This is an optimization exercise on Yosys and OpenROAD, whose aim is small area, not a production implementation. RTL that was checked went through simulation tests only; none was proved equivalent to the original. Power and IR drop assume default switching activity.

==> inputs of try-onyx <==
==> flow/design.v <==
module sinc4_chan #(
    parameter integer TAP = 0           
) (
    input  wire        clk,
    input  wire        bit_in,
    input  wire        cap_first,       
    input  wire        cap_pair,        
    input  wire        nofirst,         
    input  wire        consume,         
    input  wire        clr,
    input  wire [17:0] ca,
    input  wire [17:0] cb,
    input  wire [18:0] cab,
    output wire [24:0] tap
);
    reg        f, a, b;
    reg [24:0] r0, r1, r2, r3;
    wire        s_ab = consume & a & b;
    wire        s_a  = consume & a & ~b;
    wire        s_b  = consume & ~a & b;
    wire [18:0] addend = ({19{s_ab}} & cab) |
                         ({19{s_a}}  & {1'b0, ca}) |
                         ({19{s_b}}  & {1'b0, cb});
    wire [24:0] base   = r0 & {25{~clr}};
    wire [24:0] sum;
    wire [25:0] cy;
    assign cy[0] = 1'b0;
    genvar i;
    generate
        for (i = 0; i < 25; i = i + 1) begin : g_add
            wire ad = (i < 19) ? addend[i] : 1'b0;
            assign sum[i]  = base[i] ^ ad ^ cy[i];
            assign cy[i+1] = (base[i] & ad) | (cy[i] & (base[i] ^ ad));
        end
    endgenerate
    always @(posedge clk) begin
        if (cap_first)
            f <= bit_in;
        if (cap_pair) begin
            a <= f & ~nofirst;
            b <= bit_in;
        end
        r0 <= r1;
        r1 <= r2;
        r2 <= r3;
        r3 <= sum;
    end
    assign tap = (TAP == 0) ? r0 : (TAP == 1) ? r1 : (TAP == 2) ? r2 : r3;
endmodule
module sinc4_add #(
    parameter integer W = 8
) (
    input  wire [W-1:0] a,
    input  wire [W-1:0] b,
    input  wire         ci,
    output wire [W-1:0] s,
    output wire         co
);
    wire [W:0] cy;
    assign cy[0] = ci;
    genvar i;
    generate
        for (i = 0; i < W; i = i + 1) begin : g_bit
            assign s[i]    = a[i] ^ b[i] ^ cy[i];
            assign cy[i+1] = (a[i] & b[i]) | (cy[i] & (a[i] ^ b[i]));
        end
    endgenerate
    assign co = cy[W];
endmodule
module sinc4_decim (
    input  wire         clk,
    input  wire         rst,
    input  wire   [1:0] osr_sel,
    input  wire   [7:0] inv,
    input  wire [255:0] offset,      
    input  wire  [30:0] ovr_lim,
    input  wire         bit_valid,
    input  wire   [7:0] bits,
    output reg          out_valid,
    output reg    [2:0] out_ch,
    output reg   [31:0] out_data,
    output reg          out_ovr
);
    wire r64 = (osr_sel == 2'd0) | (osr_sel == 2'd3);
    wire r32 = (osr_sel == 2'd1);
    reg        phase;        
    reg        nofirst;      
    reg  [4:0] pc;           
    reg  [1:0] blk;          
    reg  [2:0] cnt;          
    reg        pr_dec;       
    reg        pr_shift;     
    reg        pr_hi;        
    reg  [4:0] pr_o2;        
    reg  [1:0] pr_blk;       
    reg  [1:0] ph;           
    reg        init;         
    wire [4:0] pc_last = r64 ? 5'd31 : r32 ? 5'd15 : 5'd7;
    wire       take    = bit_valid & ~rst;
    wire       cap_first = take & ~phase;
    wire       cap_pair  = take & phase;
    wire       consume   = (cnt != 3'd0);
    wire       pc_hi     = (pc >= pc_last - 5'd1);
    always @(posedge clk) begin
        if (rst) begin
            phase    <= 1'b1;
            nofirst  <= 1'b1;
            pc       <= pc_last - 5'd1;
            blk      <= 2'd0;
            cnt      <= 3'd0;
            ph       <= 2'd0;
            init     <= 1'b1;
            pr_dec   <= 1'b0;
            pr_shift <= 1'b0;
            pr_hi    <= 1'b0;
            pr_o2    <= 5'd0;
            pr_blk   <= 2'd0;
        end else begin
            ph <= ph + 2'd1;
            if (ph == 2'd3)
                init <= 1'b0;
            if (consume)
                cnt <= cnt - 3'd1;
            if (take)
                phase <= ~phase;
            if (cap_pair) begin
                nofirst  <= 1'b0;
                cnt      <= 3'd4;
                pr_dec   <= (pc == pc_last - 5'd2);
                pr_shift <= (pc == pc_last);
                pr_hi    <= pc_hi;
                pr_o2    <= pc_hi ? pc - pc_last + 5'd1 : pc + 5'd2;
                pr_blk   <= blk;
                pc       <= (pc == pc_last) ? 5'd0 : pc + 5'd1;
                if (pc == pc_last)
                    blk <= blk + 2'd1;
            end
        end
    end
    wire [1:0] role  = ph - pr_blk;
    wire [1:0] piece = 2'd3 - role + {1'b0, pr_hi};
    wire       clr   = init | (consume & pr_shift & (role == 2'd0));
    reg [30:0] g0, g1, g2, g3;      
    reg [30:0] g_init;
    always @(*) begin
        case (ph)
            2'd0: g_init = {13'sd0, 18'd0};
            2'd1: g_init = r64 ? {-13'sd2080, 18'd45760} :
                           r32 ? {-13'sd528,  18'd5984}  :
                                 {-13'sd136,  18'd816};
            2'd2: g_init = r64 ? {13'sd64,    18'd174720} :
                           r32 ? {13'sd32,    18'd21824}  :
                                 {13'sd16,    18'd2720};
            default: g_init = r64 ? {13'sd2016, 18'd41664} :
                              r32 ? {13'sd496,  18'd4960}  :
                                    {13'sd120,  18'd560};
        endcase
    end
    wire [30:0] g_cur = init ? g_init : g0;
    wire [17:0] gc    = g_cur[17:0];
    wire [12:0] gd1   = g_cur[30:18];
    wire [7:0] o1  = {2'b00, pr_o2, 1'b0};
    wire [7:0] o3;
    sinc4_add #(.W(8)) u_o3 (.a(o1), .b({1'b0, pr_o2, 2'b00}), .ci(1'b0), .s(o3), .co());
    wire [7:0] rr  = r64 ? 8'd64 : r32 ? 8'd32 : 8'd16;
    reg  [7:0] k2, x2;
    reg        n2;
    reg  [3:0] d3;
    always @(*) begin
        case (piece)
            2'd0: begin k2 = 8'd0;        x2 = o1; n2 = 1'b0; d3 = 4'sd1;  end
            2'd1: begin k2 = rr;          x2 = o3; n2 = 1'b1; d3 = -4'sd3; end
            2'd2: begin k2 = -{rr, 1'b0}; x2 = o3; n2 = 1'b0; d3 = 4'sd3;  end
            default: begin k2 = rr;       x2 = o1; n2 = 1'b1; d3 = -4'sd1; end
        endcase
    end
    wire [7:0] gd2;
    sinc4_add #(.W(8)) u_gd2 (.a(k2), .b(x2 ^ {8{n2}}), .ci(n2), .s(gd2), .co());
    wire [12:0] t12;
    wire [17:0] nc;
    wire [12:0] nd1;
    wire  [7:0] d2d3;
    sinc4_add #(.W(13)) u_t12 (.a(gd1), .b({{5{gd2[7]}}, gd2}), .ci(1'b0), .s(t12), .co());
    sinc4_add #(.W(18)) u_nc  (.a(cb), .b({{5{t12[12]}}, t12}), .ci(1'b0), .s(nc), .co());
    sinc4_add #(.W(8))  u_d23 (.a(gd2), .b({{4{d3[3]}}, d3}), .ci(1'b0), .s(d2d3), .co());
    sinc4_add #(.W(13)) u_nd1 (.a(t12), .b({{5{d2d3[7]}}, d2d3}), .ci(1'b0), .s(nd1), .co());
    always @(posedge clk) begin
        g0 <= g1;
        g1 <= g2;
        g2 <= g3;
        g3 <= consume ? {nd1, nc} : g_cur;
    end
    wire [17:0] ca  = gc;
    wire [17:0] cb;
    wire [18:0] cab;
    sinc4_add #(.W(18)) u_cb  (.a(gc), .b({{5{gd1[12]}}, gd1}), .ci(1'b0), .s(cb), .co());
    sinc4_add #(.W(18)) u_cab (.a(gc), .b(cb), .ci(1'b0), .s(cab[17:0]), .co(cab[18]));
    wire [24:0] tap [0:7];
    genvar g;
    generate
        for (g = 0; g < 8; g = g + 1) begin : g_ch
            sinc4_chan #(.TAP(3 - (g % 4))) u_ch (
                .clk(clk), .bit_in(bits[g]), .cap_first(cap_first),
                .cap_pair(cap_pair), .nofirst(nofirst), .consume(consume),
                .clr(clr), .ca(ca), .cb(cb), .cab(cab), .tap(tap[g]));
        end
    endgenerate
    reg       rd_valid;
    reg [2:0] rd_ch;
    reg [1:0] m;      
    always @(posedge clk) begin
        if (rst) begin
            rd_valid <= 1'b0;
            rd_ch    <= 3'd0;
            m        <= 2'd0;
        end else if (consume & pr_dec & (role == 2'd0)) begin
            rd_valid <= 1'b1;
            rd_ch    <= 3'd0;
        end else if (rd_valid) begin
            rd_ch <= rd_ch + 3'd1;
            if (rd_ch == 3'd7) begin
                rd_valid <= 1'b0;
                if (m != 2'd3)
                    m <= m + 2'd1;
            end
        end
    end
    wire [7:0] sel = 8'd1 << rd_ch;
    reg [24:0] v;
    reg [31:0] off_k;
    integer k;
    always @(*) begin
        v = 25'd0;
        off_k = 32'd0;
        for (k = 0; k < 8; k = k + 1) begin
            v     = v | ({25{sel[k]}} & tap[k]);
            off_k = off_k | ({32{sel[k]}} & offset[32*k +: 32]);
        end
    end
    wire inv_k = |(sel & inv);
    wire [24:0] vs = r64 ? v : r32 ? {v[20:0], 4'd0} : {v[16:0], 8'd0};
    reg  [23:0] cs;
    always @(*) begin
        case (m)
            2'd0:    cs = r64 ? 24'd360360  : r32 ? 24'd371008  : 24'd391680;
            2'd1:    cs = r64 ? 24'd4238000 : r32 ? 24'd4281728 : 24'd4369408;
            2'd2:    cs = r64 ? 24'd8050088 : r32 ? 24'd8061248 : 24'd8083968;
            default: cs = 24'd8388608;
        endcase
    end
    wire        pos = vs[24];
    wire        neg = (vs == 25'd0) & (m == 2'd3);
    wire [23:0] pp_, nn_;
    sinc4_add #(.W(24)) u_pp (.a(vs[23:0]), .b(~cs), .ci(~pos), .s(pp_), .co());
    sinc4_add #(.W(24)) u_nn (.a(cs), .b(~vs[23:0]), .ci(~neg), .s(nn_), .co());
    wire [31:0] x1 = inv_k ? {nn_, {7{neg}}, pos | neg} : {pp_, {8{pos}}};
    wire [22:0] mag = pp_[23] ? nn_[22:0] : pp_[22:0];
    wire        ge;
    sinc4_add #(.W(23)) u_cmp (.a(mag), .b(~ovr_lim[30:8]), .ci(ovr_lim[7:0] == 8'd0),
                               .s(), .co(ge));
    wire        above = pos | neg | ge;
    wire [32:0] diff;
    sinc4_add #(.W(33)) u_diff (.a({x1[31], x1}), .b({~off_k[31], ~off_k}), .ci(1'b1),
                                .s(diff), .co());
    wire [31:0] x = (diff[32] == diff[31]) ? diff[31:0] :
                    diff[32] ? 32'h8000_0000 : 32'h7FFF_FFFF;
    reg [2:0] os [0:7];             
    wire      ovr     = os[0][0];
    wire [1:0] ovr_cnt = os[0][2:1];
    reg       ovr_next;
    reg [1:0] cnt_next;
    always @(*) begin
        ovr_next = ovr;
        cnt_next = 2'd0;
        if (above != ovr) begin
            if (ovr_cnt == 2'd3)
                ovr_next = ~ovr;
            else
                cnt_next = ovr_cnt + 2'd1;
        end
    end
    always @(posedge clk) begin
        out_valid <= rd_valid & ~rst;
        out_ch    <= rd_ch;
        out_data  <= x;
        out_ovr   <= ovr_next;
    end
    integer i;
    always @(posedge clk) begin
        if (rst) begin
            for (i = 0; i < 8; i = i + 1)
                os[i] <= 3'd0;
        end else if (rd_valid) begin
            for (i = 0; i < 7; i = i + 1)
                os[i] <= os[i + 1];
            os[7] <= {cnt_next, ovr_next};
        end
    end
endmodule
==> flow/run.sh <==
#!/bin/bash
# synth_recipe.tcl (not shown) runs the flow's synth.tcl, then flattens the netlist and writes it again
# the make line also repeats each setting of config.mk as NAME=value (left out here)
make -C /OpenROAD-flow-scripts/flow DESIGN_CONFIG=/design/flow/config.mk WORK_HOME=/design/flow/orfs CLKGATE_MAP_FILE= SYNTH_SCRIPT=/design/flow/synth_recipe.tcl finish
==> flow/config.mk <==
export PLATFORM = sky130hd
export DESIGN_NAME = sinc4_decim
export DESIGN_NICKNAME = sinc4_decim
export VERILOG_FILES = /design/flow/design.v
export SDC_FILE = /design/flow/constraint.sdc
export NUM_CORES = 4
export LEC_CHECK = 0
export CAP_MARGIN = 20
export CORE_MARGIN = 2
export CORE_UTILIZATION = 55
export CTS_BUF_LIST = sky130_fd_sc_hd__clkbuf_4 sky130_fd_sc_hd__clkbuf_8
export CTS_CLUSTER_SIZE = 20
export PLACE_DENSITY = 0.7
export SLEW_MARGIN = 20
==> flow/constraint.sdc <==
create_clock -name core_clock -period 20.0 [get_ports {clk}]
set_input_delay 4.0000 -clock core_clock [delete_from_list [all_inputs] [get_ports {clk}]]
set_output_delay 4.0000 -clock core_clock [all_outputs]
set_load 0.01 [all_outputs]
==> try-lagoon (differences from try-onyx) <==
==> flow/design.v, changed modules only <==
module sinc4_chan #(
    parameter integer TAP = 0           
) (
    input  wire        clk,
    input  wire        bit_in,
    input  wire        cap_first,       
    input  wire        cap_pair,        
    input  wire        nofirst,         
    input  wire        consume,         
    input  wire        clr,
    input  wire [17:0] ca,
    input  wire [17:0] cb,
    input  wire [18:0] cab,
    output wire [23:0] tap,
    output wire        tap_next         
);
    reg        f, a, b;
    reg [23:0] r0, r1, r2, r3;
    wire        s_ab = consume & a & b;
    wire        s_a  = consume & a & ~b;
    wire        s_b  = consume & ~a & b;
    wire [18:0] addend = ({19{s_ab}} & cab) |
                         ({19{s_a}}  & {1'b0, ca}) |
                         ({19{s_b}}  & {1'b0, cb});
    wire [23:0] base   = r0 & {24{~clr}};
    wire [23:0] sum;
    wire [24:0] cy;
    assign cy[0] = 1'b0;
    genvar i;
    generate
        for (i = 0; i < 24; i = i + 1) begin : g_add
            wire ad = (i < 19) ? addend[i] : 1'b0;
            assign sum[i]  = base[i] ^ ad ^ cy[i];
            assign cy[i+1] = (base[i] & ad) | (cy[i] & (base[i] ^ ad));
        end
    endgenerate
    always @(posedge clk) begin
        if (cap_first)
            f <= bit_in;
        if (cap_pair) begin
            a <= f & ~nofirst;
            b <= bit_in;
        end
        r0 <= r1;
        r1 <= r2;
        r2 <= r3;
        r3 <= sum;
    end
    assign tap      = (TAP == 0) ? r0 : (TAP == 1) ? r1 : (TAP == 2) ? r2 : r3;
    assign tap_next = (TAP == 0) ? r1[23] : (TAP == 1) ? r2[23] : (TAP == 2) ? r3[23] : r0[23];
endmodule
module sinc4_decim (
    input  wire         clk,
    input  wire         rst,
    input  wire   [1:0] osr_sel,
    input  wire   [7:0] inv,
    input  wire [255:0] offset,      
    input  wire  [30:0] ovr_lim,
    input  wire         bit_valid,
    input  wire   [7:0] bits,
    output reg          out_valid,
    output wire   [2:0] out_ch,
    output reg   [31:0] out_data,
    output reg          out_ovr
);
    wire r64 = (osr_sel == 2'd0) | (osr_sel == 2'd3);
    wire r32 = (osr_sel == 2'd1);
    reg        phase;        
    reg        nofirst;      
    reg  [4:0] pc;           
    reg  [1:0] blk;          
    reg  [2:0] cnt;          
    reg        pr_dec;       
    reg        pr_shift;     
    reg        pr_hi;        
    reg  [4:0] pr_o2;        
    reg  [1:0] pr_blk;       
    reg  [1:0] ph;           
    reg        init;         
    wire [4:0] pc_last = r64 ? 5'd31 : r32 ? 5'd15 : 5'd7;
    wire       take    = bit_valid & ~rst;
    wire       cap_first = take & ~phase;
    wire       cap_pair  = take & phase;
    wire       consume   = (cnt != 3'd0);
    wire       pc_hi     = (pc >= pc_last - 5'd1);
    always @(posedge clk) begin
        if (rst) begin
            phase    <= 1'b1;
            nofirst  <= 1'b1;
            pc       <= pc_last - 5'd1;
            blk      <= 2'd0;
            cnt      <= 3'd0;
            ph       <= 2'd0;
            init     <= 1'b1;
            pr_dec   <= 1'b0;
            pr_shift <= 1'b0;
            pr_hi    <= 1'b0;
            pr_o2    <= 5'd0;
            pr_blk   <= 2'd0;
        end else begin
            ph <= ph + 2'd1;
            if (ph == 2'd3)
                init <= 1'b0;
            if (consume)
                cnt <= cnt - 3'd1;
            if (take)
                phase <= ~phase;
            if (cap_pair) begin
                nofirst  <= 1'b0;
                cnt      <= 3'd4;
                pr_dec   <= (pc == pc_last - 5'd2);
                pr_shift <= (pc == pc_last);
                pr_hi    <= pc_hi;
                pr_o2    <= pc_hi ? pc - pc_last + 5'd1 : pc + 5'd2;
                pr_blk   <= blk;
                pc       <= (pc == pc_last) ? 5'd0 : pc + 5'd1;
                if (pc == pc_last)
                    blk <= blk + 2'd1;
            end
        end
    end
    wire [1:0] role  = ph - pr_blk;
    wire [1:0] piece = 2'd3 - role + {1'b0, pr_hi};
    wire       clr   = init | (consume & pr_shift & (role == 2'd0));
    reg [30:0] g0, g1, g2, g3;      
    reg [30:0] g_init;
    always @(*) begin
        case (ph)
            2'd0: g_init = {13'sd0, 18'd0};
            2'd1: g_init = r64 ? {-13'sd2080, 18'd45760} :
                           r32 ? {-13'sd528,  18'd5984}  :
                                 {-13'sd136,  18'd816};
            2'd2: g_init = r64 ? {13'sd64,    18'd174720} :
                           r32 ? {13'sd32,    18'd21824}  :
                                 {13'sd16,    18'd2720};
            default: g_init = r64 ? {13'sd2016, 18'd41664} :
                              r32 ? {13'sd496,  18'd4960}  :
                                    {13'sd120,  18'd560};
        endcase
    end
    wire [30:0] g_cur = init ? g_init : g0;
    wire [17:0] gc    = g_cur[17:0];
    wire [12:0] gd1   = g_cur[30:18];
    wire [7:0] o1  = {2'b00, pr_o2, 1'b0};
    wire [7:0] o3;
    sinc4_add #(.W(8)) u_o3 (.a(o1), .b({1'b0, pr_o2, 2'b00}), .ci(1'b0), .s(o3), .co());
    wire [7:0] rr  = r64 ? 8'd64 : r32 ? 8'd32 : 8'd16;
    reg  [7:0] k2, x2;
    reg        n2;
    reg  [3:0] d3;
    always @(*) begin
        case (piece)
            2'd0: begin k2 = 8'd0;        x2 = o1; n2 = 1'b0; d3 = 4'sd1;  end
            2'd1: begin k2 = rr;          x2 = o3; n2 = 1'b1; d3 = -4'sd3; end
            2'd2: begin k2 = -{rr, 1'b0}; x2 = o3; n2 = 1'b0; d3 = 4'sd3;  end
            default: begin k2 = rr;       x2 = o1; n2 = 1'b1; d3 = -4'sd1; end
        endcase
    end
    wire [7:0] gd2;
    sinc4_add #(.W(8)) u_gd2 (.a(k2), .b(x2 ^ {8{n2}}), .ci(n2), .s(gd2), .co());
    wire [13:0] u1;
    wire  [8:0] u2;
    wire [17:0] nc;
    wire [12:0] nd1;
    sinc4_add #(.W(14)) u_u1 (.a({gd1, 1'b0}), .b({{6{gd2[7]}}, gd2}), .ci(1'b0), .s(u1), .co());
    sinc4_add #(.W(9))  u_u2 (.a({gd2, 1'b0}), .b({{5{d3[3]}}, d3}), .ci(1'b0), .s(u2), .co());
    wire [13:0] u1g = u1 & {14{consume}};
    wire  [8:0] u2g = u2 & {9{consume}};
    sinc4_add #(.W(18)) u_nc  (.a(gc), .b({{4{u1g[13]}}, u1g}), .ci(1'b0), .s(nc), .co());
    sinc4_add #(.W(13)) u_nd1 (.a(gd1), .b({{4{u2g[8]}}, u2g}), .ci(1'b0), .s(nd1), .co());
    always @(posedge clk) begin
        g0 <= g1;
        g1 <= g2;
        g2 <= g3;
        g3 <= {nd1, nc};
    end
    wire [17:0] ca  = gc;
    wire [17:0] cb;
    wire [18:0] cab;
    sinc4_add #(.W(18)) u_cb  (.a(gc), .b({{5{gd1[12]}}, gd1}), .ci(1'b0), .s(cb), .co());
    sinc4_add #(.W(18)) u_cab (.a(gc), .b(cb), .ci(1'b0), .s(cab[17:0]), .co(cab[18]));
    wire [23:0] tap [0:7];
    wire  [7:0] tap_next;
    genvar g;
    generate
        for (g = 0; g < 8; g = g + 1) begin : g_ch
            sinc4_chan #(.TAP(3 - (g % 4))) u_ch (
                .clk(clk), .bit_in(bits[g]), .cap_first(cap_first),
                .cap_pair(cap_pair), .nofirst(nofirst), .consume(consume),
                .clr(clr), .ca(ca), .cb(cb), .cab(cab), .tap(tap[g]), .tap_next(tap_next[g]));
        end
    endgenerate
    reg       rd_valid;
    reg [2:0] rd_ch;
    reg [1:0] m;      
    always @(posedge clk) begin
        if (rst) begin
            rd_valid <= 1'b0;
            rd_ch    <= 3'd0;
            m        <= 2'd0;
        end else if (consume & pr_dec & (role == 2'd0)) begin
            rd_valid <= 1'b1;
            rd_ch    <= 3'd0;
        end else if (rd_valid) begin
            rd_ch <= rd_ch + 3'd1;
            if (rd_ch == 3'd7) begin
                rd_valid <= 1'b0;
                if (m != 2'd3)
                    m <= m + 2'd1;
            end
        end
    end
    wire [7:0] sel = 8'd1 << rd_ch;
    assign out_ch = rd_ch - 3'd1;     
    reg [23:0] v;
    reg [31:0] off_k;
    integer k;
    always @(*) begin
        v = 24'd0;
        off_k = 32'd0;
        for (k = 0; k < 8; k = k + 1) begin
            v     = v | ({24{sel[k]}} & tap[k]);
            off_k = off_k | ({32{sel[k]}} & offset[32*k +: 32]);
        end
    end
    wire inv_k  = |(sel & inv);
    wire next_k = |(sel & tap_next);
    wire        m3  = (m == 2'd3);
    wire        pos = r64 ? (m3 & (v == 24'd0) & next_k) : r32 ? v[20] : v[16];
    wire [23:0] vs  = r64 ? v : r32 ? {v[19:0], 4'd0} : {v[15:0], 8'd0};
    reg  [23:0] cs;
    always @(*) begin
        case (m)
            2'd0:    cs = r64 ? 24'd360360  : r32 ? 24'd371008  : 24'd391680;
            2'd1:    cs = r64 ? 24'd4238000 : r32 ? 24'd4281728 : 24'd4369408;
            2'd2:    cs = r64 ? 24'd8050088 : r32 ? 24'd8061248 : 24'd8083968;
            default: cs = 24'd8388608;
        endcase
    end
    wire        neg = m3 & (vs == 24'd0) & ~pos;
    wire [23:0] pp_, nn_;
    sinc4_add #(.W(24)) u_pp (.a(vs), .b(~cs), .ci(~pos), .s(pp_), .co());
    sinc4_add #(.W(24)) u_nn (.a(~pp_), .b(24'd0), .ci(~(pos | neg)), .s(nn_), .co());
    wire [31:0] x1 = inv_k ? {nn_, {7{neg}}, pos | neg} : {pp_, {8{pos}}};
    wire [22:0] mag = pp_[23] ? nn_[22:0] : pp_[22:0];
    wire        ge;
    sinc4_add #(.W(23)) u_cmp (.a(mag), .b(~ovr_lim[30:8]), .ci(ovr_lim[7:0] == 8'd0),
                               .s(), .co(ge));
    wire        above = pos | neg | ge;
    wire [32:0] diff;
    sinc4_add #(.W(33)) u_diff (.a({x1[31], x1}), .b({~off_k[31], ~off_k}), .ci(1'b1),
                                .s(diff), .co());
    wire [31:0] x = (diff[32] == diff[31]) ? diff[31:0] :
                    diff[32] ? 32'h8000_0000 : 32'h7FFF_FFFF;
    reg [2:0] os [0:7];             
    wire      first   = (m == 2'd0);
    wire      ovr     = os[0][0] & ~first;
    wire [1:0] ovr_cnt = os[0][2:1] & {2{~first}};
    reg       ovr_next;
    reg [1:0] cnt_next;
    always @(*) begin
        ovr_next = ovr;
        cnt_next = 2'd0;
        if (above != ovr) begin
            if (ovr_cnt == 2'd3)
                ovr_next = ~ovr;
            else
                cnt_next = ovr_cnt + 2'd1;
        end
    end
    always @(posedge clk) begin
        out_valid <= rd_valid & ~rst;
        out_data  <= x;
        out_ovr   <= ovr_next;
    end
    integer i;
    always @(posedge clk) begin
        if (rd_valid) begin
            for (i = 0; i < 7; i = i + 1)
                os[i] <= os[i + 1];
            os[7] <= {cnt_next, ovr_next};
        end
    end
endmodule
==> flow/flow/run.sh (new file) <==
#!/bin/bash
# The standard layout (standard.sh), with two changes: the port buffers are
# the smallest buffer cell, and clock tree synthesis uses small clock
# buffers, larger sink clusters and no dummy loads.
set -euo pipefail
export BUFFER_PORTS_ARGS="-buffer_cell sky130_fd_sc_hd__buf_1"
export CTS_ARGS="-sink_clustering_enable -repair_clock_nets -dont_use_dummy_load -buf_list {sky130_fd_sc_hd__clkbuf_8} -sink_clustering_size 16 -sink_clustering_max_diameter 100"
bash standard.sh > standard.log 2>&1
==> flow/standard.sh (new file) <==
#!/bin/bash
# synth_recipe.tcl (not shown) runs the flow's synth.tcl, then flattens the netlist and writes it again
# the make line also repeats each setting of config.mk as NAME=value (left out here)
make -C /OpenROAD-flow-scripts/flow DESIGN_CONFIG=/design/flow/config.mk WORK_HOME=/design/flow/orfs CLKGATE_MAP_FILE= SYNTH_SCRIPT=/design/flow/synth_recipe.tcl "${@:-finish}"
Settings changed: ABC_AREA from default to 1, CAP_MARGIN 20 to 10, CORE_UTILIZATION 55 to 72, CTS_BUF_LIST sky130_fd_sc_hd__clkbuf_4 sky130_fd_sc_hd__clkbuf_8 to default, CTS_CLUSTER_SIZE 20 to default, PLACE_DENSITY 0.7 to 0.86, SLEW_MARGIN 20 to 10.
removed: flow/run.sh
==> try-cedar (differences from try-onyx) <==
Settings changed: CORE_UTILIZATION 55 to 40, CTS_BUF_LIST sky130_fd_sc_hd__clkbuf_4 sky130_fd_sc_hd__clkbuf_8 to default, CTS_CLUSTER_SIZE 20 to default, PLACE_DENSITY 0.7 to 0.6.
==> run summary <==
	try-lagoon	try-cedar	try-onyx
Result of the run	finished clean	finished clean	finished clean
Seq cells	1005	1040	1040
Relative area of non-clock buffer cells in the final design	4.14%	8.92%	8.49%
Seq. pwr	2770 uW	2810 uW	2820 uW
Unique cell type count in the Yosys netlist	46	72	72
Number of setup buffers added after CTS	0	26	1
Row count	84	117	100
Met3 usage	17.1%	5.08%	5.88%
Final period util	95.8%	97.4%	97.4%
Worst Hold Launch	g_ch[5].u_ch.r1[7]	g_ch[5].u_ch.r1[23]	g_ch[0].u_ch.r2[6]
Switching part of the total power	35.3%	32.6%	33.1%
Worst hold margin	0.274 ns	0.271 ns	0.296 ns
Post-synthesis cell area	38100 sq um	41200 sq um	41200 sq um
Post-route minimum period	19.16 ns	19.47 ns	19.47 ns
Htree depth	3	3	4
Final Util	78.8%	49.4%	66.3%
End of the worst register-to-register path	out_data[20]	out_data[8]	out_data[8]
Highest clock frequency the design can meet	52.2 MHz	51.3 MHz	51.4 MHz
Only the layout flow was run in try-onyx and try-cedar; the RTL was not checked for function there.

-- separate check: timing with driven ports --
How much do the figures lean on ideal ports? The routed layouts below were timed once more, with nothing changed but the port constraints.
Step 1 (the two cells are an assumption about what drives the block):
set clk [get_ports {clk}]
set_driving_cell -lib_cell sky130_fd_sc_hd__clkbuf_16 $clk
set_driving_cell -lib_cell sky130_fd_sc_hd__buf_2 [delete_from_list [all_inputs] $clk]
Step 2 times the ports against the registers' clock, not the clock port: input delays grow and output delays shrink by t, the midpoint of the rising clock arrivals with the driver on.
a / b / c = no drivers / after step 1 / after step 2; a / b = the first two.
| run | shift t [ns] | setup slack, ns | worst register clock-pin slew, ns |
|---|---|---|---|
| try-onyx | 0.859 | 0.529 / 0.526 / -0.334 | 0.08 / 0.08 |
| try-lagoon | 0.742 | 0.842 / 0.869 / 0.126 | 0.11 / 0.11 |
| try-cedar | 0.752 | 0.525 / 0.574 / -0.178 | 0.07 / 0.07 |
Met with ideal ports but missed after step 2: setup timing in try-onyx and try-cedar. The setup slack of try-onyx, which loses most, moves by -0.003 ns with the drivers and by -0.863 ns with both steps.
